What follows belongs to an exercise in optimizing a design on an open flow for small area and a short achievable clock period; a production flow would make more cautious choices. The RTL was checked by simulation tests, not by an equivalence proof against the original design. Power is estimated from default activity; no workload was simulated.

File: flow/design.v
module xf_add_front (
    input  wire [159:0] a,
    input  wire [159:0] b,
    output wire         a_ge,     
    output wire [6:0]   n_ab,     
    output wire [6:0]   n_ba,     
    output wire         c_ab,     
    output wire         c_ba,     
    output wire [1:0]   cls,
    output wire         finite,
    output wire         sat,
    output wire         inex,
    output wire         invalid
);
    wire a_bad = (a[143:137] != 7'h00 && a[143:137] != 7'h7f) ||
                 (a[151:148] != 4'd0) || (a[159:152] != 8'd0);
    wire b_bad = (b[143:137] != 7'h00 && b[143:137] != 7'h7f) ||
                 (b[151:148] != 4'd0) || (b[159:152] != 8'd0);
    wire [1:0] a_cls = a_bad ? 2'd1 : a[145:144];
    wire [1:0] b_cls = b_bad ? 2'd1 : b[145:144];
    wire a_nan = (a_cls == 2'd1);
    wire b_nan = (b_cls == 2'd1);
    wire inf_mix = a_cls[1] & b_cls[1] & (a_cls[0] ^ b_cls[0]);
    assign finite  = (a_cls == 2'd0) & (b_cls == 2'd0);
    assign cls     = (a_nan | b_nan | inf_mix) ? 2'd1 :
                     (a_cls != 2'd0) ? a_cls : b_cls;
    assign invalid = a_bad | b_bad | (inf_mix & ~a_nan & ~b_nan);
    assign sat     = a[146] | b[146];
    assign inex    = a[147] | b[147];
    wire [9:0]  ga = a[137:128];
    wire [9:0]  gb = b[137:128];
    wire [10:0] d_ab = {ga[9], ga} - {gb[9], gb};
    wire [10:0] d_ba = {gb[9], gb} - {ga[9], ga};
    assign a_ge = ~d_ab[10];
    assign c_ab = |d_ab[9:7];
    assign c_ba = |d_ba[9:7];
    assign n_ab = d_ab[6:0] | {7{c_ab}};
    assign n_ba = d_ba[6:0] | {7{c_ba}};
endmodule
module xf_add_align (
    input  wire [127:0] va,
    input  wire [127:0] vb,
    input  wire         a_ge,
    input  wire [6:0]   n_ab,
    input  wire [6:0]   n_ba,
    input  wire         c_ab,
    input  wire         c_ba,
    input  wire [9:0]   ga,
    input  wire [9:0]   gb,
    output wire [9:0]   g,        
    output wire [127:0] big,      
    output wire [127:0] y,        
    output wire         lost
);
    assign g = a_ge ? ga : gb;
    assign big = a_ge ? va : vb;
    wire [127:0] v = a_ge ? vb : va;
    wire [6:0] n     = a_ge ? n_ab : n_ba;
    wire       clamp = a_ge ? c_ab : c_ba;
    wire [127:0] x [0:7];
    wire [7:0]   l;
    assign x[0] = v;
    assign l[0] = clamp & v[127];
    genvar k;
    generate
        for (k = 0; k < 7; k = k + 1) begin : g_st
            localparam integer S = 64 >> k;
            assign x[k+1] = n[6-k] ? {{S{x[k][127]}}, x[k][127:S]} : x[k];
            assign l[k+1] = l[k] | (n[6-k] & |x[k][S-1:0]);
        end
    endgenerate
    assign y    = x[7];
    assign lost = l[7];
endmodule
module xf_add_sum (
    input  wire [127:0] a,
    input  wire [127:0] b,
    output wire [127:0] sum,
    output wire         ovf_pos,
    output wire         ovf_neg
);
    wire c_top;
    xf_bk #(.N(128), .L(7)) u_add (.a(a), .b(b), .cin(1'b0),
                                   .s(sum), .cout(c_top));
    wire s128 = a[127] ^ b[127] ^ c_top;
    assign ovf_pos = ~s128 & sum[127];
    assign ovf_neg = s128 & ~sum[127];
endmodule
module xf_add_sat (
    input  wire [127:0] sum,
    input  wire         ovf_pos,
    input  wire         ovf_neg,
    input  wire         finite,
    output wire [127:0] v
);
    assign v = {128{finite}} &
               {sum[127] & ~ovf_pos | ovf_neg,
                (sum[126:0] | {127{ovf_pos}}) & ~{127{ovf_neg}}};
endmodule
module xf_bk #(
    parameter N = 64,
    parameter L = 6
) (
    input  wire [N-1:0] a,
    input  wire [N-1:0] b,
    input  wire         cin,
    output wire [N-1:0] s,
    output wire         cout
);
    wire [N-1:0] p = a ^ b;
    wire [N-1:0] gu [0:L];
    wire [N-1:0] pu [0:L];
    assign gu[0] = (a & b) | {{(N-1){1'b0}}, p[0] & cin};
    assign pu[0] = p;
    genvar l, i;
    generate
        for (l = 0; l < L; l = l + 1) begin : up
            for (i = 0; i < N; i = i + 1) begin : b
                if ((i + 1) % (2 << l) == 0) begin : n
                    assign gu[l+1][i] = gu[l][i] | (pu[l][i] & gu[l][i - (1 << l)]);
                    assign pu[l+1][i] = pu[l][i] & pu[l][i - (1 << l)];
                end else begin : t
                    assign gu[l+1][i] = gu[l][i];
                    assign pu[l+1][i] = pu[l][i];
                end
            end
        end
    endgenerate
    wire [N-1:0] gd [0:L];
    assign gd[L] = gu[L];
    generate
        for (l = L - 1; l >= 0; l = l - 1) begin : dn
            for (i = 0; i < N; i = i + 1) begin : b
                if ((i + 1) % (2 << l) == (1 << l) && i >= (2 << l)) begin : n
                    assign gd[l][i] = gd[l+1][i] | (pu[l][i] & gd[l+1][i - (1 << l)]);
                end else begin : t
                    assign gd[l][i] = gd[l+1][i];
                end
            end
        end
    endgenerate
    assign s    = p ^ {gd[0][N-2:0], cin};
    assign cout = gd[0][N-1];
endmodule
module xf_add (
    input  wire         clk,
    input  wire         rst,
    input  wire         in_valid,
    input  wire [159:0] in_a,
    input  wire [159:0] in_b,
    output reg          out_valid,
    output reg  [159:0] out_s,
    output reg  [2:0]   out_flags    
);
    wire         p1_a_ge;
    wire [6:0]   p1_n_ab, p1_n_ba;
    wire         p1_c_ab, p1_c_ba;
    wire [1:0]   p1_cls;
    wire         p1_finite, p1_sat, p1_inex, p1_invalid;
    xf_add_front u_front (
        .a(in_a), .b(in_b),
        .a_ge(p1_a_ge), .n_ab(p1_n_ab), .n_ba(p1_n_ba),
        .c_ab(p1_c_ab), .c_ba(p1_c_ba),
        .cls(p1_cls), .finite(p1_finite), .sat(p1_sat), .inex(p1_inex),
        .invalid(p1_invalid)
    );
    reg         r1_valid;
    reg [127:0] r1_va, r1_vb;
    reg         r1_a_ge;
    reg [6:0]   r1_n_ab, r1_n_ba;
    reg         r1_c_ab, r1_c_ba;
    reg [9:0]   r1_ga, r1_gb;
    reg [1:0]   r1_cls;
    reg         r1_finite, r1_sat, r1_inex, r1_invalid;
    always @(posedge clk) begin
        if (rst)
            r1_valid <= 1'b0;
        else
            r1_valid <= in_valid;
        r1_va      <= in_a[127:0];
        r1_vb      <= in_b[127:0];
        r1_a_ge    <= p1_a_ge;
        r1_n_ab    <= p1_n_ab;
        r1_n_ba    <= p1_n_ba;
        r1_c_ab    <= p1_c_ab;
        r1_c_ba    <= p1_c_ba;
        r1_ga      <= in_a[137:128];
        r1_gb      <= in_b[137:128];
        r1_cls     <= p1_cls;
        r1_finite  <= p1_finite;
        r1_sat     <= p1_sat;
        r1_inex    <= p1_inex;
        r1_invalid <= p1_invalid;
    end
    wire [127:0] p2_big, p2_al;
    wire [9:0]   p2_g;
    wire         p2_lost;
    xf_add_align u_align (
        .va(r1_va), .vb(r1_vb), .a_ge(r1_a_ge), .n_ab(r1_n_ab), .n_ba(r1_n_ba),
        .c_ab(r1_c_ab), .c_ba(r1_c_ba), .ga(r1_ga), .gb(r1_gb), .g(p2_g),
        .big(p2_big), .y(p2_al), .lost(p2_lost)
    );
    reg         r2_valid;
    reg [127:0] r2_big, r2_al;
    reg         r2_lost;
    reg [9:0]   r2_g;
    reg [1:0]   r2_cls;
    reg         r2_finite, r2_sat, r2_inex, r2_invalid;
    always @(posedge clk) begin
        if (rst)
            r2_valid <= 1'b0;
        else
            r2_valid <= r1_valid;
        r2_big     <= p2_big;
        r2_al      <= p2_al;
        r2_lost    <= p2_lost;
        r2_g       <= p2_g;
        r2_cls     <= r1_cls;
        r2_finite  <= r1_finite;
        r2_sat     <= r1_sat;
        r2_inex    <= r1_inex;
        r2_invalid <= r1_invalid;
    end
    wire [127:0] p3_sum, p3_v;
    wire         p3_ovf_pos, p3_ovf_neg;
    xf_add_sum u_sum (
        .a(r2_big), .b(r2_al),
        .sum(p3_sum), .ovf_pos(p3_ovf_pos), .ovf_neg(p3_ovf_neg)
    );
    xf_add_sat u_sat (
        .sum(p3_sum), .ovf_pos(p3_ovf_pos), .ovf_neg(p3_ovf_neg),
        .finite(r2_finite), .v(p3_v)
    );
    wire p3_ovf  = r2_finite & (p3_ovf_pos | p3_ovf_neg);
    wire p3_lost = r2_finite & r2_lost;
    always @(posedge clk) begin
        if (rst)
            out_valid <= 1'b0;
        else
            out_valid <= r2_valid;
        out_s     <= {12'd0, r2_inex | p3_lost, r2_sat | p3_ovf, r2_cls,
                      {6{r2_finite & r2_g[9]}}, {10{r2_finite}} & r2_g, p3_v};
        out_flags <= {r2_invalid, p3_ovf, p3_lost};
    end
endmodule
File: flow/config.mk
export PLATFORM = sky130hd
export DESIGN_NAME = xf_add
export DESIGN_NICKNAME = xf_add
export VERILOG_FILES = /design/flow/design.v
export SDC_FILE = /design/flow/constraint.sdc
export NUM_CORES = 4
export LEC_CHECK = 0
export ABC_AREA = 1
export CAP_MARGIN = 20
export CORE_MARGIN = 2
export CORE_UTILIZATION = 55
export SLEW_MARGIN = 20
File: flow/standard.sh
#!/bin/bash
# synth_recipe.tcl (not shown) runs the flow's synth.tcl, then flattens the netlist and writes it again
# the make line also repeats each setting of config.mk as NAME=value (left out here)
make -C /OpenROAD-flow-scripts/flow DESIGN_CONFIG=/design/flow/config.mk WORK_HOME=/design/flow/orfs CLKGATE_MAP_FILE= SYNTH_SCRIPT=/design/flow/synth_recipe.tcl "${@:-finish}"
File: flow/flow/run.sh
#!/bin/bash
# The standard layout, with two changes: timing repair (after CTS and after
# global routing) aims for setup slack of at least 8 ns at the design's
# period, and every port still gets a buffer, but the smallest one
# (buf_1) instead of the clkdlybuf4s50_1 that buffer_ports picks by itself.
set -euo pipefail
bash standard.sh SETUP_SLACK_MARGIN=8 \
  "BUFFER_PORTS_ARGS=-buffer_cell sky130_fd_sc_hd__buf_1" \
  finish > standard_flow.log 2>&1
File: flow/constraint.sdc
create_clock -name core_clock -period 12.0 [get_ports {clk}]
set_input_delay 2.4000 -clock core_clock [delete_from_list [all_inputs] [get_ports {clk}]]
set_output_delay 2.4000 -clock core_clock [all_outputs]
set_load 0.01 [all_outputs]
==> results of run 1 <==
[flip-flops by register name, indices dropped and copies added, names as in the netlist, 2 cells and up]
signal	cells
out_flags	3
r1_cls	2
r1_gb	10
r1_n_ab	7
r1_vb	128
r2_big	128
r2_al	128
r2_g	10
r2_cls	2
r1_va	128
r1_n_ba	7
r1_ga	10
out_s	142
[synth_stat cells (2+ instances only)]
library cell / instances
sky130_fd_sc_hd__o21ai_1: 139
sky130_fd_sc_hd__nor2_1: 168
sky130_fd_sc_hd__o211ai_1: 139
sky130_fd_sc_hd__dfxtp_1: 720
sky130_fd_sc_hd__nor3_1: 9
sky130_fd_sc_hd__clkbuf_1: 137
sky130_fd_sc_hd__o21ai_0: 481
sky130_fd_sc_hd__or2_0: 3
sky130_fd_sc_hd__nand2_4: 3
sky130_fd_sc_hd__fa_1: 66
sky130_fd_sc_hd__buf_4: 31
sky130_fd_sc_hd__xnor2_1: 31
sky130_fd_sc_hd__buf_2: 107
sky130_fd_sc_hd__or2_2: 20
sky130_fd_sc_hd__inv_1: 373
sky130_fd_sc_hd__inv_2: 8
sky130_fd_sc_hd__nand2_1: 1306
sky130_fd_sc_hd__buf_1: 17
sky130_fd_sc_hd__a21oi_1: 112
sky130_fd_sc_hd__nor4_1: 19
sky130_fd_sc_hd__a31o_2: 6
sky130_fd_sc_hd__nand4_1: 36
sky130_fd_sc_hd__o21a_1: 2
sky130_fd_sc_hd__a31oi_1: 30
sky130_fd_sc_hd__a21o_1: 18
sky130_fd_sc_hd__mux2i_1: 44
sky130_fd_sc_hd__nand3_1: 478
sky130_fd_sc_hd__xor2_1: 43
sky130_fd_sc_hd__o21bai_1: 16
sky130_fd_sc_hd__ha_1: 148
sky130_fd_sc_hd__buf_6: 8
sky130_fd_sc_hd__nand3b_1: 3
sky130_fd_sc_hd__or2_1: 32
[per-layer routing]
metal	up-vias	wire length, um	share of wire (%)
met5	-	0	0
li1	16340	-	-
met1	15150	54340	43
met4	0	4810	3.8
met3	245	16570	13
met2	1583	51950	41
[cell type report]
type | count | area [um^2]
Sequential cell | 720 | 14430
Timing Repair Buffer | 533 | 2626
Inverter | 383 | 1506
Multi-Input combinational cell | 3374 | 18660
Tap cell | 855 | 1070
Fill cell | 5844 | 23390
Clock buffer | 97 | 2079
Antenna cell | 4 | 10.01
Timing Repair inverter | 1 | 11.26
Clock inverter | 37 | 457.9
[cell families (layout without fill, tap and decap cells)]
logic type | Yosys count | in the layout | share of synthesized area, %
simple gates | 2080 | 2081 | 24.57
compound gates | 949 | 949 | 14.83
flops | 720 | 720 | 40.52
buf+inv | 683 | 1051 | 8.087
fa+ha+maj | 214 | 214 | 8.921
xor+xnor | 74 | 74 | 1.822
mux | 44 | 44 | 1.238
other cells | 1 | 16 | 0.01054
[metrics by stage]
step                power [mW]  cell area [um^2]  utilization (%)  hold WS, ns
floorplan                5.508             35640                -       0.3096
global placement         6.646             37330            58.11       0.3099
detailed placement       6.666             37350            58.14       0.3121
CTS                      9.211             40330            62.79       0.3231
global route             9.955             40840            63.58       0.3331
finish                   9.427             40840            63.59       0.3219
[worst max path at each step]
stage	slack, ns	end	cells after the start	startpoint
2_1_floorplan	8.02	r1_n_ab[6]	11	in_a[130]
3_3_place_gp	6.69	out_s[56]	29	r2_al[0]
3_5_place_dp	6.53	out_s[18]	29	r2_al[0]
4_1_cts	8.02	out_s[4]	30	r2_al[0]
5_1_grt	7.97	out_s[64]	30	r2_al[0]
6_report	8.11	out_s[68]	30	r2_al[0]
[power breakdown]
part | internal [mW] | switching [mW] | leakage [nW]
clock | 1.39 | 0.983 | 1.23
combinational | 1.40 | 2.67 | 11.8
sequential | 2.74 | 0.243 | 6.01
[repair_timing]
action | in CTS | in global routing
setup buffers | 9 | 12
pin swaps | 2 | 14
resized for setup | 71 | 89
cloned | 5 | 8
setup endpoints to repair | 257 | 264
==> impl_summary.txt, run 1 <==
----------------------------------------------------
[GRT]
  Pin count of the biggest net entering global routing ... 258
  Grt met3 use ... 13.09%
  GR peak layer ... met2
  Antenna violations before repair ... 13
  M1 GR Usage ... 50.73%
  Global-route wire length before repair ... 181.3 mm
  Vias in the first global route ... 29970
  All-layer global routing usage ... 36.46%
  Met2 Usage GRT ... 51.76%
  Total congestion overflow after global routing ... 0

[Floorplanning]
  Number of placed I/O pins ... 487
  Die ar. ... 66720 um^2
  Initial cell density of the core ... 55.38%
  Num rows ... 93
  Vertical extent of the die ... 258.3 um
  Die outline width ... 258.3 um
  Core area ... 64230 um^2

[STA]
  Tightest Pin Transition ... 1.379 ns
  Remaining max-slew budget at the tightest pin ... 7.127%
  Setup-failing EPs final ... 0
  Post-route setup TNS ... 0 ns
  Max Clock Freq ... 257.0 MHz
  Maximum clock skew at final layout ... 0.03492 ns
  Post-layout min period ... 3.890 ns
  Setup repair after global routing missed its margin ... false
  Total count of hold-check failures in the final report ... 0
  Final cycle utilization of the critical path ... 32.42%
  Slack of the critical path ... 8.110 ns
  Pins Over Slew Limit ... 0

[Final layout]
  Commonest non-fill, non-tap cell in the layout ... sky130_fd_sc_hd__nand2_1
  Filler-free cell count of the finished design ... 6004
  Net count of the finished layout ... 5624
  Most frequent cells in the layout ... sky130_fd_sc_hd__nand2_1, sky130_fd_sc_hd__dfxtp_1, sky130_fd_sc_hd__nand3_1
  Area added between synthesis and finish ... 14.83%
  Share of layout cells above drive strength 1 ... 5.909%

[Power]
  Power per cell area ... 230.8 nW/um^2
  Static power due to leakage ... 19.03 nW
  Maximum VDD drop ... 0.0001464 V

[Clock tree]
  TritonCTS clock tree ... done
  CTS H-tree depth ... 3
  Clock latency on the worst-skew pair ... 0.64 ns
  Clock buffer count from CTS ... 74
  Hold Buf Count CTS ... 0
  Clock Sinks ... 720
  Clock Tree Buf Depth ... 3
  Clock transition at path regs ... 0.07 ns
  Clock root buffer master ... sky130_fd_sc_hd__clkbuf_16

[Yosys]
  Fraction of the yosys area taken by sequential cells ... 40.52%
  Synth area leaders ... sky130_fd_sc_hd__dfxtp_1, sky130_fd_sc_hd__nand2_1, sky130_fd_sc_hd__o21ai_0
  Number of enable-type register cells in the synthesized netlist ... 0
  Top_reg_cell synth ... sky130_fd_sc_hd__dfxtp_1
  Share of flip-flops with an asynchronous set or reset after synthesis ... 0%
  Yosys Warn Count ... 3
  Post-synthesis area per instance ... 7.465 um^2
  Number of instances in the synthesized netlist ... 4765
  Number of distinct standard cells referenced by the synthesized netlist ... 45
  Post-synthesis cell type with the largest combined area ... sky130_fd_sc_hd__dfxtp_1
  Cell area after technology mapping ... 35570 um^2
  Number of storage elements in the synthesis netlist ... 720
  Proportion of netlist area held by the largest area contributor ... 40.52%

[Critical path]
  Worst reg2reg path depth ... 30
  Peak per-stage delay on the critical path ... 0.40 ns
  Critical path required time ... 12.54 ns
  Origin of the critical flop-to-flop path ... r2_al[0]
  Most prevalent standard cell on the critical path ... sky130_fd_sc_hd__nand2_2
  Sort of element at the start of the critical path ... flop
  Crit path buffers/inverters ... 3
  Max FO, Critical Path ... 7
  Endpoint type of the worst setup path ... flop
  Worst EP arrival ... 4.43 ns
  CP max stage cell ... sky130_fd_sc_hd__fa_2
  Crit Path Class ... reg -> reg
  Register-to-register path setup slack ... 8.11 ns
  Reg-to-reg critical path endpoint ... out_s[68]
  Cell family with most CP delay ... simple AND/OR/NAND/NOR gates

[Drt]
  Ratio of routed vias to standard cells ... 5.549
  Post-route DRC ... 0
  First-pass iteration count of the detailed router ... 9
  Remaining number of nets flagged by the antenna check after routing ... 0
  Violation count after the first detailed-route iteration ... 4118
  Drt wl/cell ... 21.26 um
  Detailed Route WL ... 127.7 mm
  Vias ... 33320

[Min path]
  Class of the most critical hold timing path ... reg -> reg
  Worst min-delay path startpoint ... r2_cls[1]
  Number of cells traversed by the worst hold path ... 0
  Worst Hold Endpoint ... out_s[145]

[Place]
  PortBufs ... 474
  DP Cell Count ... 5831
  Final weighted congestion of routability-driven global placement ... 1.083
  DP Wirelength ... 98.23 mm
  Worst Setup Slack post-DPL ... 6.528 ns

[Status]
  Status ... no timing/DRC/antenna violations

[Run]
  Maximum capacitance violations ... 0

----------------------------------------------------
==> run 2, diff against run 1 <==
--- a/flow/design.v
+++ b/flow/design.v
@@ -2,10 +2,8 @@
     input  wire [159:0] a,
     input  wire [159:0] b,
     output wire         a_ge,     
-    output wire [6:0]   n_ab,     
-    output wire [6:0]   n_ba,     
-    output wire         c_ab,     
-    output wire         c_ba,     
+    output wire [6:0]   n,        
+    output wire         clamp,    
     output wire [1:0]   cls,
     output wire         finite,
     output wire         sat,
@@ -27,24 +25,26 @@
     assign invalid = a_bad | b_bad | (inf_mix & ~a_nan & ~b_nan);
     assign sat     = a[146] | b[146];
     assign inex    = a[147] | b[147];
-    wire [9:0]  ga = a[137:128];
-    wire [9:0]  gb = b[137:128];
-    wire [10:0] d_ab = {ga[9], ga} - {gb[9], gb};
-    wire [10:0] d_ba = {gb[9], gb} - {ga[9], ga};
-    assign a_ge = ~d_ab[10];
-    assign c_ab = |d_ab[9:7];
-    assign c_ba = |d_ba[9:7];
-    assign n_ab = d_ab[6:0] | {7{c_ab}};
-    assign n_ba = d_ba[6:0] | {7{c_ba}};
+    wire [9:0] ga = a[137:128];
+    wire [9:0] gb = b[137:128];
+    wire [7:0] dl_ab_w = {1'b0, ga[6:0]} - {1'b0, gb[6:0]};
+    wire [7:0] dl_ba_w = {1'b0, gb[6:0]} - {1'b0, ga[6:0]};
+    wire       bw_ab = dl_ab_w[7];
+    wire       bw_ba = dl_ba_w[7];
+    wire signed [3:0] dh0_ab = {ga[9], ga[9:7]} - {gb[9], gb[9:7]};
+    wire signed [3:0] dh0_ba = {gb[9], gb[9:7]} - {ga[9], ga[9:7]};
+    wire c_ab = bw_ab ? (dh0_ab >= 4'sd2) : (dh0_ab >= 4'sd1);
+    wire c_ba = bw_ba ? (dh0_ba >= 4'sd2) : (dh0_ba >= 4'sd1);
+    assign a_ge  = bw_ab ? (dh0_ab >= 4'sd1) : (dh0_ab >= 4'sd0);
+    assign clamp = a_ge ? c_ab : c_ba;
+    assign n     = a_ge ? dl_ab_w[6:0] | {7{c_ab}} : dl_ba_w[6:0] | {7{c_ba}};
 endmodule
 module xf_add_align (
     input  wire [127:0] va,
     input  wire [127:0] vb,
     input  wire         a_ge,
-    input  wire [6:0]   n_ab,
-    input  wire [6:0]   n_ba,
-    input  wire         c_ab,
-    input  wire         c_ba,
+    input  wire [6:0]   n,
+    input  wire         clamp,
     input  wire [9:0]   ga,
     input  wire [9:0]   gb,
     output wire [9:0]   g,        
@@ -55,8 +55,6 @@
     assign g = a_ge ? ga : gb;
     assign big = a_ge ? va : vb;
     wire [127:0] v = a_ge ? vb : va;
-    wire [6:0] n     = a_ge ? n_ab : n_ba;
-    wire       clamp = a_ge ? c_ab : c_ba;
     wire [127:0] x [0:7];
     wire [7:0]   l;
     assign x[0] = v;
@@ -153,22 +151,21 @@
     output reg  [2:0]   out_flags    
 );
     wire         p1_a_ge;
-    wire [6:0]   p1_n_ab, p1_n_ba;
-    wire         p1_c_ab, p1_c_ba;
+    wire [6:0]   p1_n;
+    wire         p1_clamp;
     wire [1:0]   p1_cls;
     wire         p1_finite, p1_sat, p1_inex, p1_invalid;
     xf_add_front u_front (
         .a(in_a), .b(in_b),
-        .a_ge(p1_a_ge), .n_ab(p1_n_ab), .n_ba(p1_n_ba),
-        .c_ab(p1_c_ab), .c_ba(p1_c_ba),
+        .a_ge(p1_a_ge), .n(p1_n), .clamp(p1_clamp),
         .cls(p1_cls), .finite(p1_finite), .sat(p1_sat), .inex(p1_inex),
         .invalid(p1_invalid)
     );
     reg         r1_valid;
     reg [127:0] r1_va, r1_vb;
     reg         r1_a_ge;
-    reg [6:0]   r1_n_ab, r1_n_ba;
-    reg         r1_c_ab, r1_c_ba;
+    reg [6:0]   r1_n;
+    reg         r1_clamp;
     reg [9:0]   r1_ga, r1_gb;
     reg [1:0]   r1_cls;
     reg         r1_finite, r1_sat, r1_inex, r1_invalid;
@@ -180,10 +177,8 @@
         r1_va      <= in_a[127:0];
         r1_vb      <= in_b[127:0];
         r1_a_ge    <= p1_a_ge;
-        r1_n_ab    <= p1_n_ab;
-        r1_n_ba    <= p1_n_ba;
-        r1_c_ab    <= p1_c_ab;
-        r1_c_ba    <= p1_c_ba;
+        r1_n       <= p1_n;
+        r1_clamp   <= p1_clamp;
         r1_ga      <= in_a[137:128];
         r1_gb      <= in_b[137:128];
         r1_cls     <= p1_cls;
@@ -196,8 +191,7 @@
     wire [9:0]   p2_g;
     wire         p2_lost;
     xf_add_align u_align (
-        .va(r1_va), .vb(r1_vb), .a_ge(r1_a_ge), .n_ab(r1_n_ab), .n_ba(r1_n_ba),
-        .c_ab(r1_c_ab), .c_ba(r1_c_ba), .ga(r1_ga), .gb(r1_gb), .g(p2_g),
+        .va(r1_va), .vb(r1_vb), .a_ge(r1_a_ge), .n(r1_n), .clamp(r1_clamp), .ga(r1_ga), .gb(r1_gb), .g(p2_g),
         .big(p2_big), .y(p2_al), .lost(p2_lost)
     );
     reg         r2_valid;
==> flow/flow/run.sh (replaced) <==
#!/bin/bash
# The standard layout, with two changes: timing repair (after CTS and after
# global routing) aims for setup slack of at least 9 ns at the design's
# period, and every port still gets a buffer, but the smallest one
# (buf_1) instead of the clkdlybuf4s50_1 that buffer_ports picks by itself.
set -euo pipefail
bash standard.sh SETUP_SLACK_MARGIN=9 \
  "BUFFER_PORTS_ARGS=-buffer_cell sky130_fd_sc_hd__buf_1" \
  finish > standard_flow.log 2>&1
==> impl_summary.txt, run 2 <==
----------------------------------------------------
[Status]
  Status ... failed layout checks
  SO Faults ... capacitance limit, slew limit

[Yosys]
  Top_reg_cell synth ... sky130_fd_sc_hd__dfxtp_1
  Number of distinct standard cells referenced by the synthesized netlist ... 54 (+20%)
  Share of flip-flops with an asynchronous set or reset after synthesis ... 0% (unchanged)
  Library cell with the highest instance count after synthesis ... sky130_fd_sc_hd__nand2_1
  Portion of netlist area occupied by mux cells ... 2.218% (+0.98 points)
  Leading cell types by count after synthesis ... sky130_fd_sc_hd__nand2_1, sky130_fd_sc_hd__dfxtp_1, sky130_fd_sc_hd__nand3_1
  Synth area leaders ... sky130_fd_sc_hd__dfxtp_1, sky130_fd_sc_hd__nand2_1, sky130_fd_sc_hd__nand3_1
  Fraction of the yosys area taken by sequential cells ... 39.98% (-0.54 points)
  Number of storage elements in the synthesis netlist ... 712 (-1.1%)
  Synth Area in Simple Gates ... 23.31% (-1.3 points)
  Synthesized-area fraction occupied by ao, oa, aoi and oai cells ... 15.35% (+0.52 points)
  Proportion of netlist area held by the largest area contributor ... 39.98% (-0.54 points)
  Cell area after technology mapping ... 35650 um^2 (+0.23%)
  Yosys Warn Count ... 3 (unchanged)
  Post-synthesis cell type with the largest combined area ... sky130_fd_sc_hd__dfxtp_1
  Number of enable-type register cells in the synthesized netlist ... 0 (unchanged)
  Adder and majority gate portion of the synthesized area ... 9.048% (+0.13 points)
  Number of instances in the synthesized netlist ... 4712 (-1.1%)
  Post-synthesis area per instance ... 7.566 um^2 (+1.4%)
  Xor and xnor area share after synthesis ... 1.769% (-0.053 points)
  Dominant combinational cell family by area after synthesis ... simple AND/OR/NAND/NOR gates

[Drt]
  Violation count after the first detailed-route iteration ... 4111 (-0.17%)
  Detailed Route WL ... 141.7 mm (+11%)
  Vias ... 34640 (+4.0%)
  Remaining number of nets flagged by the antenna check after routing ... 0 (unchanged)
  Drt wl/cell ... 23.57 um (+11%)
  First-pass iteration count of the detailed router ... 6 (-3)
  Ratio of routed vias to standard cells ... 5.762 (+3.8%)
  Post-route DRC ... 0 (unchanged)

[Critical path]
  Endpoint type of the worst setup path ... flop
  CP Cell Sequence ... ha_1, a21o_1, a31oi_1, nand2_1, nand2_1, nand2_2, a21oi_2, nand2_2, nand2_2, nand2_4, nand2_2, nand2_2, nand2_2, nand2_2, nand2_1, nand2_1, fa_2, xnor2_2, ha_2, nor2_4, buf_12, clkinv_16, buf_16, nor2_1
  Origin of the critical flop-to-flop path ... r2_big[71]
  Max FO, Critical Path ... 16 (+9)
  CP max stage cell ... sky130_fd_sc_hd__ha_1
  Crit Path Class ... reg -> reg
  Register-to-register path setup slack ... 8.26 ns (+0.15 ns)
  Last element of the critical path ... out_s[100]
  Reg-to-reg critical path endpoint ... out_s[100]
  Worst EP arrival ... 4.28 ns (-0.15 ns)
  Worst reg2reg path depth ... 24 (-20%)
  Most prevalent standard cell on the critical path ... sky130_fd_sc_hd__nand2_2
  Start point of the critical path ... r2_big[71]
  Peak per-stage delay on the critical path ... 0.37 ns (-0.03 ns)
  Critical path required time ... 12.54 ns (about the same)
  Sort of element at the start of the critical path ... flop

[Floorplanning]
  Die outline width ... 258.6 um (+0.11%)
  Die ar. ... 66870 um^2 (+0.22%)
  Num rows ... 93 (unchanged)
  Number of placed I/O pins ... 487 (unchanged)
  Core area ... 64230 um^2 (unchanged)
  Initial cell density of the core ... 55.50% (+0.13 points)
  Vertical extent of the die ... 258.6 um (+0.11%)

[Power]
  Maximum VDD drop ... 0.0001322 V (-9.8%)
  Static power due to leakage ... 20.58 nW (+8.1%)
  Power per cell area ... 265.6 nW/um^2 (+15%)

[Final layout]
  Number of filler cells placed in the layout ... 5301 (-9.3%)
  Most frequent cells in the layout ... sky130_fd_sc_hd__nand2_1, sky130_fd_sc_hd__dfxtp_1, sky130_fd_sc_hd__nand3_1
  Share of layout cells above drive strength 1 ... 17.95% (+12 points)
  Area added between synthesis and finish ... 23.14%
  Max FFs per register ... 142 (unchanged)
  Filler-free cell count of the finished design ... 6012 (+0.13%)
  Net count of the finished layout ... 5634 (+0.18%)
  Register ranked first by flip-flop count ... out_s
  Commonest non-fill, non-tap cell in the layout ... sky130_fd_sc_hd__nand2_1

[Place]
  PortBufs ... 474 (unchanged)
  DP Cell Count ... 5779 (-0.89%)
  Final weighted congestion of routability-driven global placement ... 1.034 (-4.5%)
  DP Wirelength ... 101.6 mm (+3.5%)

[GRT]
  Total congestion overflow after global routing ... 0 (unchanged)
  All-layer global routing usage ... 39.66% (+3.2 points)
  Vias in the first global route ... 31270 (+4.4%)
  Pin count of the biggest net entering global routing ... 139 (-46%)
  Global-route wire length before repair ... 195.8 mm (+8.0%)
  Antenna violations before repair ... 21 (+8)

[Clock tree]
  Clock Tree Buf Depth ... 3 (unchanged)
  TritonCTS clock tree ... done
  Clock transition at path regs ... 0.06 ns (about the same)
  CTS H-tree depth ... 3 (unchanged)
  Clock latency on the worst-skew pair ... 0.64 ns (about the same)
  Clock Sinks ... 712 (-1.1%)
  Clock root buffer master ... sky130_fd_sc_hd__clkbuf_16
  Hold Buf Count CTS ... 0 (unchanged)
  Clock buffer count from CTS ... 72 (-2.7%)

[Run]
  Maximum capacitance violations ... 1 (+1)

[STA]
  Remaining max-slew budget at the tightest pin ... -2.762% (-9.9 points)
  Post-route setup TNS ... 0 ns (unchanged)
  Final cycle utilization of the critical path ... 31.18% (-1.2 points)
  Post-layout min period ... 3.742 ns (-0.1488 ns)
  Setup-failing EPs final ... 0 (unchanged)
  Maximum clock skew at final layout ... 0.02394 ns (-0.01098 ns)
  Total count of hold-check failures in the final report ... 0 (unchanged)
  Max Clock Freq ... 267.3 MHz (+4.0%)
  Pins Over Slew Limit ... 7 (+7)
  Setup repair after global routing missed its margin ... true
  Tightest Pin Transition ... 1.525 ns (+0.1468 ns)

[Min path]
  Class of the most critical hold timing path ... reg -> reg

----------------------------------------------------
## run 2: changes by cell type in the layout (fill, tap and decap cells not counted), sizes merged, moves of 20 or more
cell    delta
o211ai    -26
buf       +48
nor2      +68
a21oi     +59
nand3     -62
nand2    -106
mux2i     +20
## run 2: cell families (layout without fill, tap and decap cells)
family | count (synthesis) | in the layout
adders and majority gates | 217 | 217
other | 1 | 20
muxes | 74 | 74
xor gates and xnor gates | 72 | 72
and+or+nand+nor | 1982 | 1983
DFF | 712 | 712
AOI/OAI and AO/OA | 960 | 960
buffers and inverters | 694 | 1119
## run 2: repair_timing
action,4_1_cts,5_1_grt
pin swaps,45,72
resized for setup,456,365
gates cloned,21,13
buffers inserted,41,19
setup endpoints to repair,422,422
## run 2: final cells by class
class | count | area, um^2 | area share, %
multi-input combinational | 3318 | 20090 | 45.76
clock inverter | 29 | 384.1 | 0.8750
inverter | 399 | 1580 | 3.600
tap | 855 | 1070 | 2.437
timing repair buffer | 589 | 4329 | 9.861
timing repair inverter | 2 | 27.53 | 0.06270
antenna | 8 | 20.02 | 0.04560
clock buffer | 100 | 2017 | 4.594
sequential | 712 | 14380 | 32.76
## run 2: how the worst min path moves through the flow
| stage | start | end | slack (ns) | depth (start not counted) |
|---|---|---|---|---|
| after CTS | r1_inex | r2_inex | 0.32 | 0 |
| after global routing | r2_cls[0] | out_s[144] | 0.33 | 0 |
| final | r2_cls[0] | out_s[144] | 0.32 | 0 |
| after detailed placement | r2_cls[0] | out_s[144] | 0.31 | 0 |
| after global placement | r2_invalid | out_flags[2] | 0.31 | 0 |
| after floorplan | r2_invalid | out_flags[2] | 0.31 | 0 |
## run 2: report_power, final
part           leakage (nW)  switching (mW)  total (mW)  internal [mW]
logic                  13.4            4.17        6.32           2.15
registers              5.98           0.317        3.06           2.75
clock network          1.17           0.971        2.27           1.30
total                  20.6            5.46        11.7           6.20
## run 2: metrics by stage
step	util (%)	hold slack, ns	instance area [um^2]	setup slack (ns)	total power [mW]
final	68.35	0.3224	43900	8.258	11.66
after global routing	68.31	0.3277	43880	8.115	12.27
after CTS	65.44	0.3230	42040	8.261	10.97
after detailed placement	58.42	0.3121	37530	7.042	8.228
after global placement	58.41	0.3106	37520	7.170	8.192
after floorplan	-	0.3096	36160	8.000	6.721
## run 2: critical path: cells and delay by family (launching register included)
kind,cells,cell delay [ns]
XOR/XNOR,1,0.16
adder cells (fa/ha/maj),3,0.94
AO/OA/AOI/OAI,3,0.59
buffers and inverters,3,0.45
AND/OR/NAND/NOR,14,1.19
flip-flops,1,0.30
## run 2: layer usage
metal  track usage (%)  wire, um  vias to the layer above  share of wire (%)
met5                 0        39                        -              0.028
met2             57.12     58770                     1918                 41
li1                  -         -                    16270                  -
met4             17.89      7943                        6                5.6
met3             11.78     18650                      368                 13
met1             54.73     56290                    16080                 40
==> run 3, diff against run 2 <==
==> flow/flow/run.sh (replaced) <==
#!/bin/bash
# The standard layout, with two changes: timing repair (after CTS and after
# global routing) aims for setup slack of at least 8 ns at the design's
# period, and every port still gets a buffer, but the smallest one
# (buf_1) instead of the clkdlybuf4s50_1 that buffer_ports picks by itself.
set -euo pipefail
bash standard.sh SETUP_SLACK_MARGIN=8 \
  "BUFFER_PORTS_ARGS=-buffer_cell sky130_fd_sc_hd__buf_1" \
  finish > standard_flow.log 2>&1
--- a/flow/config.mk
+++ b/flow/config.mk
@@ -10,3 +10,4 @@
 export CORE_MARGIN = 2
 export CORE_UTILIZATION = 55
 export SLEW_MARGIN = 20
+export TNS_END_PERCENT = 20
==> impl_summary.txt, run 3 <==
----------------------------------------------------
[Yosys]
  Number of distinct standard cells referenced by the synthesized netlist ... 54 (unchanged)
  Post-synthesis cell type with the largest combined area ... sky130_fd_sc_hd__dfxtp_1
  Synth area leaders ... sky130_fd_sc_hd__dfxtp_1, sky130_fd_sc_hd__nand2_1, sky130_fd_sc_hd__nand3_1
  Library cell with the highest instance count after synthesis ... sky130_fd_sc_hd__nand2_1
  Yosys Warn Count ... 3 (unchanged)
  Cell area after technology mapping ... 35650 um^2 (unchanged)
  Leading cell types by count after synthesis ... sky130_fd_sc_hd__nand2_1, sky130_fd_sc_hd__dfxtp_1, sky130_fd_sc_hd__nand3_1
  Post-synthesis area per instance ... 7.566 um^2 (unchanged)
  Share of flip-flops with an asynchronous set or reset after synthesis ... 0% (unchanged)
  Top_reg_cell synth ... sky130_fd_sc_hd__dfxtp_1
  Number of enable-type register cells in the synthesized netlist ... 0 (unchanged)
  Number of storage elements in the synthesis netlist ... 712 (unchanged)
  Proportion of netlist area held by the largest area contributor ... 39.98% (unchanged)
  Fraction of the yosys area taken by sequential cells ... 39.98% (unchanged)
  Number of instances in the synthesized netlist ... 4712 (unchanged)

[STA]
  Pins Over Slew Limit ... 0 (-7)
  Total count of hold-check failures in the final report ... 0 (unchanged)
  Final cycle utilization of the critical path ... 33.54% (+2.4 points)
  Post-layout min period ... 4.025 ns (+0.2831 ns)
  Max Clock Freq ... 248.5 MHz (-7.0%)
  Maximum clock skew at final layout ... 0.01780 ns (-0.006141 ns)
  Post-route setup TNS ... 0 ns (unchanged)
  Setup repair after global routing missed its margin ... true
  Tightest Pin Transition ... 1.385 ns (-0.1406 ns)
  Setup-failing EPs final ... 0 (unchanged)
  Remaining max-slew budget at the tightest pin ... 6.710% (+9.5 points)

[Drt]
  Ratio of routed vias to standard cells ... 5.600 (-2.8%)
  Violation count after the first detailed-route iteration ... 3874 (-5.8%)
  Drt wl/cell ... 21.67 um (-8.1%)
  Detailed Route WL ... 128.8 mm (-9.1%)
  Post-route DRC ... 0 (unchanged)
  First-pass iteration count of the detailed router ... 6 (unchanged)
  Remaining number of nets flagged by the antenna check after routing ... 0 (unchanged)
  Vias ... 33280 (-3.9%)

[Clock tree]
  Clock Tree Buf Depth ... 3 (unchanged)
  TritonCTS clock tree ... done
  CTS H-tree depth ... 3 (unchanged)
  Clock buffer count from CTS ... 73 (+1.4%)
  Clock Sinks ... 712 (unchanged)
  Clock transition at path regs ... 0.06 ns (about the same)
  Clock latency on the worst-skew pair ... 0.62 ns (-0.02 ns)
  Hold Buf Count CTS ... 0 (unchanged)
  Clock root buffer master ... sky130_fd_sc_hd__clkbuf_16

[Power]
  Clock share of power ... 21.7% (+2.2 points)
  Maximum VDD drop ... 0.0001722 V (+30%)
  Proportion of power drawn by combinational gates ... 50.0% (-4.2 points)
  Power per cell area ... 265.6 nW/um^2 (about the same)
  Flop pwr share ... 28.3% (+2.0 points)
  Static power due to leakage ... 19.18 nW (-6.8%)
  Switching part of the total power ... 45.27% (-1.6 points)
  Switching component of the power ... 4.916 mW (-10%)
  Internal Power ... 5.943 mW (-4.1%)

[Final layout]
  Area added between synthesis and finish ... 14.69%
  Number of filler cells placed in the layout ... 5865 (+11%)
  Most frequent cells in the layout ... sky130_fd_sc_hd__nand2_1, sky130_fd_sc_hd__dfxtp_1, sky130_fd_sc_hd__buf_1
  Net count of the finished layout ... 5571 (-1.1%)
  Commonest non-fill, non-tap cell in the layout ... sky130_fd_sc_hd__nand2_1
  Post-route cell area ... 40890 um^2 (-6.9%)
  Register ranked first by flip-flop count ... out_s
  Share of layout cells above drive strength 1 ... 7.397% (-11 points)
  Max FFs per register ... 142 (unchanged)

[Critical path]
  Peak per-stage delay on the critical path ... 0.55 ns (+0.18 ns)
  Critical path required time ... 12.54 ns (about the same)
  Max FO, Critical Path ... 9 (-7)
  CP max stage cell ... sky130_fd_sc_hd__dfxtp_1
  Endpoint type of the worst setup path ... flop
  Crit Path Class ... reg -> reg
  Worst EP arrival ... 4.56 ns (+0.28 ns)
  Sort of element at the start of the critical path ... flop
  Register-to-register path setup slack ... 7.98 ns (-0.28 ns)

[Min path]
  Class of the most critical hold timing path ... reg -> reg

[GRT]
  Total congestion overflow after global routing ... 0 (unchanged)
  Pin count of the biggest net entering global routing ... 118 (-15%)
  All-layer global routing usage ... 36.67% (-3.0 points)
  Vias in the first global route ... 29550 (-5.5%)
  Global-route wire length before repair ... 180.4 mm (-7.8%)
  Antenna violations before repair ... 15 (-29%)

[Floorplanning]
  Num rows ... 93 (unchanged)
  Vertical extent of the die ... 258.6 um (unchanged)
  Die ar. ... 66870 um^2 (unchanged)
  Initial cell density of the core ... 55.50% (unchanged)
  Die outline width ... 258.6 um (unchanged)
  Number of placed I/O pins ... 487 (unchanged)
  Core area ... 64230 um^2 (unchanged)

[Place]
  DP Wirelength ... 98.12 mm (-3.5%)
  Instance area after placement ... 37310 um^2 (-0.57%)
  PortBufs ... 474 (unchanged)
  Final weighted congestion of routability-driven global placement ... 1.072 (+3.6%)

[Status]
  Status ... no timing/DRC/antenna violations

[Run]
  Maximum capacitance violations ... 0 (-1)

----------------------------------------------------
-- run 3: cell types whose count changed in the layout (fill, tap and decap cells not counted), moves of 18 or more --
cell	before	now
sky130_fd_sc_hd__buf_4	55	24
sky130_fd_sc_hd__a21oi_1	123	149
sky130_fd_sc_hd__dfxtp_1	630	702
sky130_fd_sc_hd__ha_1	127	145
sky130_fd_sc_hd__buf_1	307	473
sky130_fd_sc_hd__buf_2	80	0
sky130_fd_sc_hd__o21ai_0	140	233
sky130_fd_sc_hd__o21ai_2	193	59
sky130_fd_sc_hd__o21ai_1	271	320
sky130_fd_sc_hd__a21oi_2	40	20
sky130_fd_sc_hd__buf_6	82	4
sky130_fd_sc_hd__dfxtp_2	72	2
-- run 3: routing by layer --
| layer | part of all wire (%) | track usage [%] | routed length, um |
|---|---|---|---|
| met3 | 12 | 11.81 | 15820 |
| met5 | 0.040 | 0 | 52 |
| met1 | 42 | 51.02 | 53980 |
| met2 | 41 | 52.46 | 52920 |
| met4 | 4.7 | 14.72 | 6017 |
-- run 3: kinds of logic after synthesis --
family | count (synthesis) | synth area share [%]
xor+xnor | 72 | 1.769
other cells | 1 | 0.01052
flops | 712 | 39.98
compound gates | 960 | 15.35
mux | 74 | 2.218
simple gates | 1982 | 23.31
buf+inv | 694 | 8.318
fa+ha+maj | 217 | 9.048
-- run 3: worst paths after layout --
path,to,startpoint,depth (start not counted)
max,out_s[56],r2_big[87],26
min,r2_invalid,r1_invalid,0
max reg2reg,out_s[56],r2_big[87],26
min reg2reg,r2_invalid,r1_invalid,0
-- run 3: critical path: cells and delay by family (launching register included) --
family,cells,cell delay (ns)
AOI/OAI and AO/OA,2,0.39
xor gates and xnor gates,1,0.15
adders and majority gates,3,0.92
buffers and inverters,5,0.64
DFF,1,0.55
and+or+nand+nor,15,1.24
-- run 3: final cells by class --
| type | count | area [um^2] | area share (%) |
|---|---|---|---|
| inverters | 399 | 1536 | 3.758 |
| well taps | 855 | 1070 | 2.616 |
| clock inverters | 24 | 387.9 | 0.9487 |
| repair buffers | 528 | 2614 | 6.393 |
| multi-input cells | 3317 | 18860 | 46.13 |
| diodes | 5 | 12.51 | 0.03060 |
| flip-flops and latches | 712 | 14290 | 34.94 |
| clock buffers | 103 | 2121 | 5.187 |
-- run 3: stage by stage --
| stage | cells | util (%) | power, mW | hold slack, ns | setup WS, ns |
|---|---|---|---|---|---|
| 2_1_floorplan | 4723 | - | 6.545 | 0.3096 | 7.903 |
| 6_report | 5943 | 63.66 | 10.86 | 0.3255 | 7.975 |
| 3_5_place_dp | 5779 | 58.09 | 8.048 | 0.3121 | 6.926 |
| 4_1_cts | 5921 | 62.66 | 10.53 | 0.3265 | 7.999 |
| 5_1_grt | 5939 | 63.64 | 11.51 | 0.3289 | 7.831 |
| 3_3_place_gp | 5779 | 58.09 | 8.014 | 0.3117 | 7.047 |
-- run 3: repair_timing --
item / CTS / global route
pin swaps: 5 / 12
setup endpoints to repair: 155 / 212
setup buffers: 7 / 7
gates resized for setup: 51 / 121
cloned: 8 / 8
hold endpoints to repair: 0 / 0
-- run 3: power by group through the flow --
stage | clock (mW) | sequential [mW] | combinational (mW)
6_report | 2.36 | 3.08 | 5.43
5_1_grt | 2.48 | 3.11 | 5.92
4_1_cts | 2.38 | 3.06 | 5.09
2_1_floorplan | 0 | 2.93 | 3.62
3_3_place_gp | 0 | 3.10 | 4.91
3_5_place_dp | 0 | 3.11 | 4.93
==> run 4, diff against run 3 <==
--- a/flow/config.mk
+++ b/flow/config.mk
@@ -6,8 +6,7 @@
 export NUM_CORES = 4
 export LEC_CHECK = 0
 export ABC_AREA = 1
-export CAP_MARGIN = 20
+export CAP_MARGIN = 40
 export CORE_MARGIN = 2
 export CORE_UTILIZATION = 55
-export SLEW_MARGIN = 20
-export TNS_END_PERCENT = 20
+export SLEW_MARGIN = 40
==> impl_summary.txt, run 4 <==
----------------------------------------------------
[Final layout]
  Net count of the finished layout ... 5562 (-0.16%)
  Most frequent cells in the layout ... sky130_fd_sc_hd__nand2_1, sky130_fd_sc_hd__dfxtp_1, sky130_fd_sc_hd__buf_1
  Filler-free cell count of the finished design ... 5941 (-0.034%)
  Max FFs per register ... 142 (unchanged)
  Multi-input combinational cell area ... 18730 um^2 (-0.69%)
  Share of layout cells above drive strength 1 ... 6.735% (-0.66 points)
  Register ranked first by flip-flop count ... out_s
  Number of filler cells placed in the layout ... 5773 (-1.6%)
  Sequential cell area ... 14280 um^2 (about the same)
  Area added between synthesis and finish ... 14.02%
  Commonest non-fill, non-tap cell in the layout ... sky130_fd_sc_hd__nand2_1

[Clock tree]
  Clock root buffer master ... sky130_fd_sc_hd__clkbuf_16
  Clock latency on the worst-skew pair ... 0.63 ns (about the same)
  CTS H-tree depth ... 3 (unchanged)
  Clock buffer count from CTS ... 74 (+1.4%)
  Clock Tree Buf Depth ... 3 (unchanged)
  Clock Sinks ... 712 (unchanged)
  TritonCTS clock tree ... done
  Clock transition at path regs ... 0.06 ns (about the same)
  Hold Buf Count CTS ... 0 (unchanged)

[Yosys]
  Cell area after technology mapping ... 35650 um^2 (unchanged)
  Number of storage elements in the synthesis netlist ... 712 (unchanged)
  Yosys Warn Count ... 3 (unchanged)
  Fraction of the yosys area taken by sequential cells ... 39.98% (unchanged)
  Synth area leaders ... sky130_fd_sc_hd__dfxtp_1, sky130_fd_sc_hd__nand2_1, sky130_fd_sc_hd__nand3_1
  Proportion of netlist area held by the largest area contributor ... 39.98% (unchanged)
  Top_reg_cell synth ... sky130_fd_sc_hd__dfxtp_1
  Post-synthesis cell type with the largest combined area ... sky130_fd_sc_hd__dfxtp_1
  Number of enable-type register cells in the synthesized netlist ... 0 (unchanged)
  Number of distinct standard cells referenced by the synthesized netlist ... 54 (unchanged)
  Library cell with the highest instance count after synthesis ... sky130_fd_sc_hd__nand2_1
  Share of flip-flops with an asynchronous set or reset after synthesis ... 0% (unchanged)
  Number of instances in the synthesized netlist ... 4712 (unchanged)
  Leading cell types by count after synthesis ... sky130_fd_sc_hd__nand2_1, sky130_fd_sc_hd__dfxtp_1, sky130_fd_sc_hd__nand3_1
  Post-synthesis area per instance ... 7.566 um^2 (unchanged)

[Run]
  Maximum capacitance violations ... 0 (unchanged)

[Floorplanning]
  Die ar. ... 66870 um^2 (unchanged)
  Num rows ... 93 (unchanged)
  Die outline width ... 258.6 um (unchanged)
  Core area ... 64230 um^2 (unchanged)
  Vertical extent of the die ... 258.6 um (unchanged)
  Number of placed I/O pins ... 487 (unchanged)
  Initial cell density of the core ... 55.50% (unchanged)

[STA]
  Setup repair after global routing missed its margin ... false
  Pins Over Slew Limit ... 0 (unchanged)
  Tightest Pin Transition ... 0.9421 ns (-0.4426 ns)
  Final cycle utilization of the critical path ... 32.37% (-1.2 points)
  Post-route setup TNS ... 0 ns (unchanged)
  Setup-failing EPs final ... 0 (unchanged)
  Total count of hold-check failures in the final report ... 0 (unchanged)
  Max Clock Freq ... 257.4 MHz (+3.6%)
  Post-layout min period ... 3.885 ns (-0.1400 ns)
  Maximum clock skew at final layout ... 0.02303 ns (+0.005236 ns)
  Remaining max-slew budget at the tightest pin ... 36.53% (+30 points)
  Slack of the critical path ... 8.115 ns (+0.1400 ns)

[Critical path]
  Start point of the critical path ... r2_big[0]
  Endpoint type of the worst setup path ... flop
  Most prevalent standard cell on the critical path ... sky130_fd_sc_hd__nand2_2
  Crit Path Class ... reg -> reg
  Max FO, Critical Path ... 7 (-2)
  Origin of the critical flop-to-flop path ... r2_big[0]
  Critical path required time ... 12.56 ns (+0.02 ns)
  Peak per-stage delay on the critical path ... 0.40 ns (-0.15 ns)
  Register-to-register path setup slack ... 8.12 ns (+0.14 ns)
  Worst EP arrival ... 4.45 ns (-0.11 ns)
  Sort of element at the start of the critical path ... flop
  Worst reg2reg path depth ... 31 (+19%)
  Last element of the critical path ... out_s[77]
  Reg-to-reg critical path endpoint ... out_s[77]
  CP max stage cell ... sky130_fd_sc_hd__fa_2

[Power]
  Power per cell area ... 266.6 nW/um^2 (+0.39%)
  Overall power ... 10.84 mW (-0.20%)
  Maximum VDD drop ... 0.0001416 V (-18%)
  Static power due to leakage ... 19.10 nW (-0.41%)

[Place]
  Worst Setup Slack post-DPL ... 7.145 ns (+0.2188 ns)
  DP Wirelength ... 99.12 mm (+1.0%)
  DP Cell Count ... 5780 (+0.017%)
  PortBufs ... 474 (unchanged)
  Final weighted congestion of routability-driven global placement ... 1.048 (-2.2%)

[GRT]
  Pin count of the biggest net entering global routing ... 132 (+12%)
  Total congestion overflow after global routing ... 0 (unchanged)
  Global-route wire length before repair ... 182.1 mm (+0.90%)
  Antenna violations before repair ... 15 (unchanged)
  Vias in the first global route ... 29720 (+0.57%)
  All-layer global routing usage ... 36.92% (+0.24 points)

[Drt]
  Post-route DRC ... 0 (unchanged)
  Remaining number of nets flagged by the antenna check after routing ... 0 (unchanged)
  Violation count after the first detailed-route iteration ... 3810 (-1.7%)
  Ratio of routed vias to standard cells ... 5.539 (-1.1%)
  First-pass iteration count of the detailed router ... 6 (unchanged)
  Vias ... 32910 (-1.1%)
  Drt wl/cell ... 21.52 um (-0.70%)
  Detailed Route WL ... 127.8 mm (-0.73%)

[Min path]
  Class of the most critical hold timing path ... reg -> reg

[Status]
  Status ... no timing/DRC/antenna violations

----------------------------------------------------
==> run 4: changes by cell type in the layout (fill, tap and decap cells not counted), moves of 10 or more <==
cell,previous run,this run
sky130_fd_sc_hd__a21oi_1,149,162
sky130_fd_sc_hd__o21ai_1,320,379
sky130_fd_sc_hd__o21ai_2,59,47
sky130_fd_sc_hd__a21oi_2,20,7
sky130_fd_sc_hd__clkinv_2,8,18
sky130_fd_sc_hd__buf_4,24,14
sky130_fd_sc_hd__o21ai_0,233,186
sky130_fd_sc_hd__nor2_1,218,230
==> run 4: what timing repair did <==
item                                    4_1_cts  5_1_grt
gates resized for setup                      61       66
cloned                                        7        3
endpoints found under the setup margin      193      199
pin swaps                                     2       13
setup buffers                                 7        4
==> run 4: per-layer routing <==
metal,GRT usage (%),up-vias,share of wire [%]
met4,15.24,10,4.6
li1,-,16090,-
met1,52.06,15050,43
met2,52.90,1504,41
met3,10.37,252,11
met5,0,-,0.056
==> run 4: per-stage QoR <==
step	util [%]	cell area (um^2)	hold WS, ns
after global routing	63.26	40640	0.3297
final	63.28	40650	0.3249
after detailed placement	58.17	37360	0.3121
after floorplan	-	35740	0.3096
after global placement	58.13	37340	0.3103
after CTS	62.77	40320	0.3263
==> run 4: how the worst min path moves through the flow <==
stage / startpoint / depth (start not counted) / slack, ns / end
after floorplan: r2_invalid / 0 / 0.31 / out_flags[2]
after global placement: r1_finite / 0 / 0.31 / r2_finite
after detailed placement: r1_cls[1] / 0 / 0.31 / r2_cls[1]
after CTS: r1_cls[1] / 0 / 0.33 / r2_cls[1]
after global routing: r1_inex / 0 / 0.33 / r2_inex
final: r1_invalid / 0 / 0.32 / r2_invalid
==> run 4: power by group <==
group,switching [mW],internal [mW]
Clock,0.960,1.38
Combinational,3.65,1.80
Sequential,0.299,2.75
==> run 4: logic make-up after synthesis <==
logic type,share of synthesized area (%)
mux,2.218
buf+inv,8.318
fa+ha+maj,9.048
simple gates,23.31
xor+xnor,1.769
flops,39.98
other cells,0.01052
compound gates,15.35
==> run 4: layout make-up <==
type / count / area share [%]
clock inverters: 33 / 0.9388
clock buffers: 99 / 5.208
diodes: 8 / 0.04925
well taps: 855 / 2.632
multi-input cells: 3317 / 46.08
flip-flops and latches: 712 / 35.14
repair buffers: 518 / 6.110
inverters: 399 / 3.845
==> run 4: worst max-delay path: cells and delay by family, from the launching register on <==
| kind | cells | cell delay, ns |
|---|---|---|
| AND/OR/NAND/NOR | 21 | 1.57 |
| adder cells (fa/ha/maj) | 4 | 1.15 |
| buffers and inverters | 4 | 0.52 |
| flip-flops | 1 | 0.30 |
| XOR/XNOR | 1 | 0.15 |
| AO/OA/AOI/OAI | 1 | 0.09 |
==> run 5, diff against run 4 <==
--- a/flow/config.mk
+++ b/flow/config.mk
@@ -10,3 +10,4 @@
 export CORE_MARGIN = 2
 export CORE_UTILIZATION = 55
 export SLEW_MARGIN = 40
+export TNS_END_PERCENT = 20
==> impl_summary.txt, run 5 <==
----------------------------------------------------
[Yosys]
  Share of flip-flops with an asynchronous set or reset after synthesis ... 0% (unchanged)
  Proportion of netlist area held by the largest area contributor ... 39.98% (unchanged)
  Number of instances in the synthesized netlist ... 4712 (unchanged)
  Top_reg_cell synth ... sky130_fd_sc_hd__dfxtp_1
  Synth area leaders ... sky130_fd_sc_hd__dfxtp_1, sky130_fd_sc_hd__nand2_1, sky130_fd_sc_hd__nand3_1
  Portion of netlist area occupied by mux cells ... 2.218% (unchanged)
  Leading cell types by count after synthesis ... sky130_fd_sc_hd__nand2_1, sky130_fd_sc_hd__dfxtp_1, sky130_fd_sc_hd__nand3_1
  Dominant combinational cell family by area after synthesis ... simple AND/OR/NAND/NOR gates
  Number of enable-type register cells in the synthesized netlist ... 0 (unchanged)
  Post-synthesis cell type with the largest combined area ... sky130_fd_sc_hd__dfxtp_1
  Synthesized-area fraction occupied by ao, oa, aoi and oai cells ... 15.35% (unchanged)
  Library cell with the highest instance count after synthesis ... sky130_fd_sc_hd__nand2_1
  Yosys Warn Count ... 3 (unchanged)
  Adder and majority gate portion of the synthesized area ... 9.048% (unchanged)
  Xor and xnor area share after synthesis ... 1.769% (unchanged)
  Number of storage elements in the synthesis netlist ... 712 (unchanged)
  Cell area after technology mapping ... 35650 um^2 (unchanged)
  Post-synthesis area per instance ... 7.566 um^2 (unchanged)
  Number of distinct standard cells referenced by the synthesized netlist ... 54 (unchanged)
  Synth Area in Simple Gates ... 23.31% (unchanged)
  Fraction of the yosys area taken by sequential cells ... 39.98% (unchanged)

[Final layout]
  Number of filler cells placed in the layout ... 5916 (+2.5%)
  Share of layout cells above drive strength 1 ... 6.812% (+0.077 points)
  Register ranked first by flip-flop count ... out_s
  Max FFs per register ... 142 (unchanged)
  Commonest non-fill, non-tap cell in the layout ... sky130_fd_sc_hd__nand2_1
  Multi-input combinational cell area ... 18700 um^2 (-0.13%)
  Net count of the finished layout ... 5567 (+0.090%)
  Sequential cell area ... 14290 um^2 (about the same)
  Area added between synthesis and finish ... 14.01% (about the same)
  Most frequent cells in the layout ... sky130_fd_sc_hd__nand2_1, sky130_fd_sc_hd__dfxtp_1, sky130_fd_sc_hd__buf_1

[GRT]
  Antenna violations before repair ... 14 (-1)
  Vias in the first global route ... 29230 (-1.6%)
  Pin count of the biggest net entering global routing ... 235 (+78%)
  Global-route wire length before repair ... 179.3 mm (-1.5%)
  All-layer global routing usage ... 36.39% (-0.53 points)
  Total congestion overflow after global routing ... 0 (unchanged)

[Critical path]
  Sort of element at the start of the critical path ... flop
  CP max stage cell ... sky130_fd_sc_hd__fa_2
  Critical path required time ... 12.50 ns (-0.06 ns)
  Endpoint type of the worst setup path ... flop
  Most prevalent standard cell on the critical path ... sky130_fd_sc_hd__nand2_2
  Crit Path Class ... reg -> reg
  Worst EP arrival ... 4.41 ns (-0.04 ns)
  Peak per-stage delay on the critical path ... 0.38 ns (-0.02 ns)
  Max FO, Critical Path ... 18 (+11)

[STA]
  Setup-failing EPs final ... 0 (unchanged)
  Post-route setup TNS ... 0 ns (unchanged)
  Total count of hold-check failures in the final report ... 0 (unchanged)
  Slack of the critical path ... 8.092 ns (-0.02369 ns)
  Remaining max-slew budget at the tightest pin ... 30.14% (-6.4 points)
  Max Clock Freq ... 255.9 MHz (-0.61%)
  Final cycle utilization of the critical path ... 32.57% (+0.20 points)
  Setup repair after global routing missed its margin ... true
  Pins Over Slew Limit ... 0 (unchanged)
  Tightest Pin Transition ... 1.037 ns (+0.09479 ns)
  Post-layout min period ... 3.908 ns (+0.02369 ns)
  Maximum clock skew at final layout ... 0.01929 ns (-0.003740 ns)

[Drt]
  Vias ... 33190 (+0.86%)
  Ratio of routed vias to standard cells ... 5.587 (+0.86%)
  Drt wl/cell ... 21.56 um (+0.17%)
  Detailed Route WL ... 128.1 mm (+0.17%)
  First-pass iteration count of the detailed router ... 7 (+1)
  Violation count after the first detailed-route iteration ... 4266 (+12%)
  Remaining number of nets flagged by the antenna check after routing ... 0 (unchanged)
  Post-route DRC ... 0 (unchanged)

[Min path]
  Class of the most critical hold timing path ... reg -> reg

[Place]
  PortBufs ... 474 (unchanged)
  Worst Setup Slack post-DPL ... 7.134 ns (-0.01079 ns)
  Final weighted congestion of routability-driven global placement ... 1.072 (+2.2%)
  DP Wirelength ... 98.16 mm (-0.97%)

[Floorplanning]
  Initial cell density of the core ... 55.50% (unchanged)
  Die ar. ... 66870 um^2 (unchanged)
  Core area ... 64230 um^2 (unchanged)
  Num rows ... 93 (unchanged)
  Number of placed I/O pins ... 487 (unchanged)
  Vertical extent of the die ... 258.6 um (unchanged)
  Die outline width ... 258.6 um (unchanged)

[Clock tree]
  TritonCTS clock tree ... done
  Hold Buf Count CTS ... 0 (unchanged)
  Clock latency on the worst-skew pair ... 0.62 ns (about the same)
  CTS H-tree depth ... 3 (unchanged)
  Clock buffer count from CTS ... 73 (-1.4%)
  Clock Sinks ... 712 (unchanged)
  Clock root buffer master ... sky130_fd_sc_hd__clkbuf_16
  Clock transition at path regs ... 0.06 ns (about the same)
  Clock Tree Buf Depth ... 3 (unchanged)

[Power]
  Clock share of power ... 21.5% (about the same)
  Internal Power ... 5.922 mW (about the same)
  Flop pwr share ... 28.3% (+0.2 points)
  Switching part of the total power ... 45.31% (about the same)
  Proportion of power drawn by combinational gates ... 50.2% (about the same)
  Switching component of the power ... 4.906 mW (-0.12%)
  Maximum VDD drop ... 0.0001481 V (+4.6%)
  Static power due to leakage ... 19.10 nW (about the same)
  Power per cell area ... 266.4 nW/um^2 (about the same)

[Run]
  Maximum capacitance violations ... 0 (unchanged)

[Status]
  Status ... no timing/DRC/antenna violations

----------------------------------------------------
==> run 5: routing by layer <==
layer  global-route usage, %  wire, um  vias to the layer above
li1                        -         -                    16090
met1                   52.08     54730                    15210
met2                   51.94     52850                     1640
met3                   9.898     15130                      246
met4                   14.08      5340                        2
met5                       0        13                        -
==> run 5: layout make-up <==
cell class | instances | share of cell area [%]
multi-input combinational | 3317 | 46.02
sequential | 712 | 35.15
timing repair buffer | 524 | 6.298
clock buffer | 102 | 5.289
inverter | 399 | 3.799
tap | 855 | 2.632
clock inverter | 25 | 0.7727
antenna | 7 | 0.04310
==> run 5: stage by stage <==
stage          power, mW  hold slack (ns)  util (%)  cells  area, um^2
4_1_cts            10.47           0.3264     62.53   5919       40170
2_1_floorplan      6.545           0.3096         -   4723       35700
5_1_grt            11.47           0.3291     63.25   5934       40630
3_3_place_gp       8.014           0.3117     58.09   5779       37310
6_report           10.83           0.3263     63.28   5941       40640
3_5_place_dp       8.055           0.3121     58.15   5780       37350
==> run 5: cell families (layout without fill, tap and decap cells) <==
family / count (synthesis) / count (layout)
compound gates: 960 / 960
mux: 74 / 74
other cells: 1 / 19
buf+inv: 694 / 1050
xor+xnor: 72 / 72
simple gates: 1982 / 1982
flops: 712 / 712
fa+ha+maj: 217 / 217
==> run 5: path summary, 6_finish.rpt <==
check | startpoint | to | slack (ns) | cells past startpoint
max | r2_big[0] | out_s[3] | 8.09 | 30
min | r1_finite | r2_finite | 0.33 | 0
max reg2reg | r2_big[0] | out_s[3] | 8.09 | 30
min reg2reg | r1_finite | r2_finite | 0.33 | 0
==> run 5: repair_timing <==
| action | CTS | global route |
|---|---|---|
| gates cloned | 6 | 8 |
| endpoints found under the setup margin | 153 | 183 |
| buffers inserted | 6 | 6 |
| pin swaps | 4 | 11 |
| gates resized for setup | 40 | 84 |
==> run 5: critical path: cells and delay by family (launching register included) <==
family	cells	cell delay, ns
AND/OR/NAND/NOR	20	1.43
adder cells (fa/ha/maj)	4	1.12
buffers and inverters	4	0.49
flip-flops	1	0.32
AO/OA/AOI/OAI	1	0.21
XOR/XNOR	1	0.17
==> run 5: power groups by stage <==
stage / logic, mW / registers [mW] / clock network [mW]
after CTS: 5.07 / 3.06 / 2.34
after global placement: 4.91 / 3.10 / 0
final: 5.44 / 3.06 / 2.32
after floorplan: 3.62 / 2.93 / 0
after detailed placement: 4.94 / 3.11 / 0
after global routing: 5.93 / 3.10 / 2.45

## afterwards: timing with drivers on the ports
The results above use ideal ports. As a check the final layouts listed here were re-extracted and re-timed, cells and wires unchanged. Step 1 sets driving cells, clkbuf_16 on the clock port and buf_2 on the other inputs (assumed; they add their load-dependent delay and slew). Step 2 moves the port delays by t, midway between the first and last clock arrival at a register: inputs arrive t later, outputs are due t later. That takes back most of the time a late clock gives input paths. a / b / c = ideal ports / drivers / drivers and shift; a / b = the first two.
| run | t, ns | setup WS [ns] | latest minus earliest clock arrival (ns) | slew at the worst register clock pin (ns) |
|---|---|---|---|---|
| run 1 | 0.693 | 8.110 / 8.110 / 7.616 | 0.035 / 0.035 | 0.07 / 0.07 |
| run 2 | 0.696 | 8.258 / 8.258 / 7.796 | 0.024 / 0.024 | 0.07 / 0.07 |
| run 3 | 0.677 | 7.975 / 7.975 / 7.545 | 0.019 / 0.019 | 0.06 / 0.06 |
| run 4 | 0.688 | 8.115 / 8.115 / 7.538 | 0.024 / 0.024 | 0.07 / 0.07 |
| run 5 | 0.675 | 8.092 / 8.092 / 7.500 | 0.022 / 0.023 | 0.07 / 0.07 |
For run 5, which loses most, drivers alone change the setup slack by 0.000 ns; drivers and shift together by -0.592 ns.
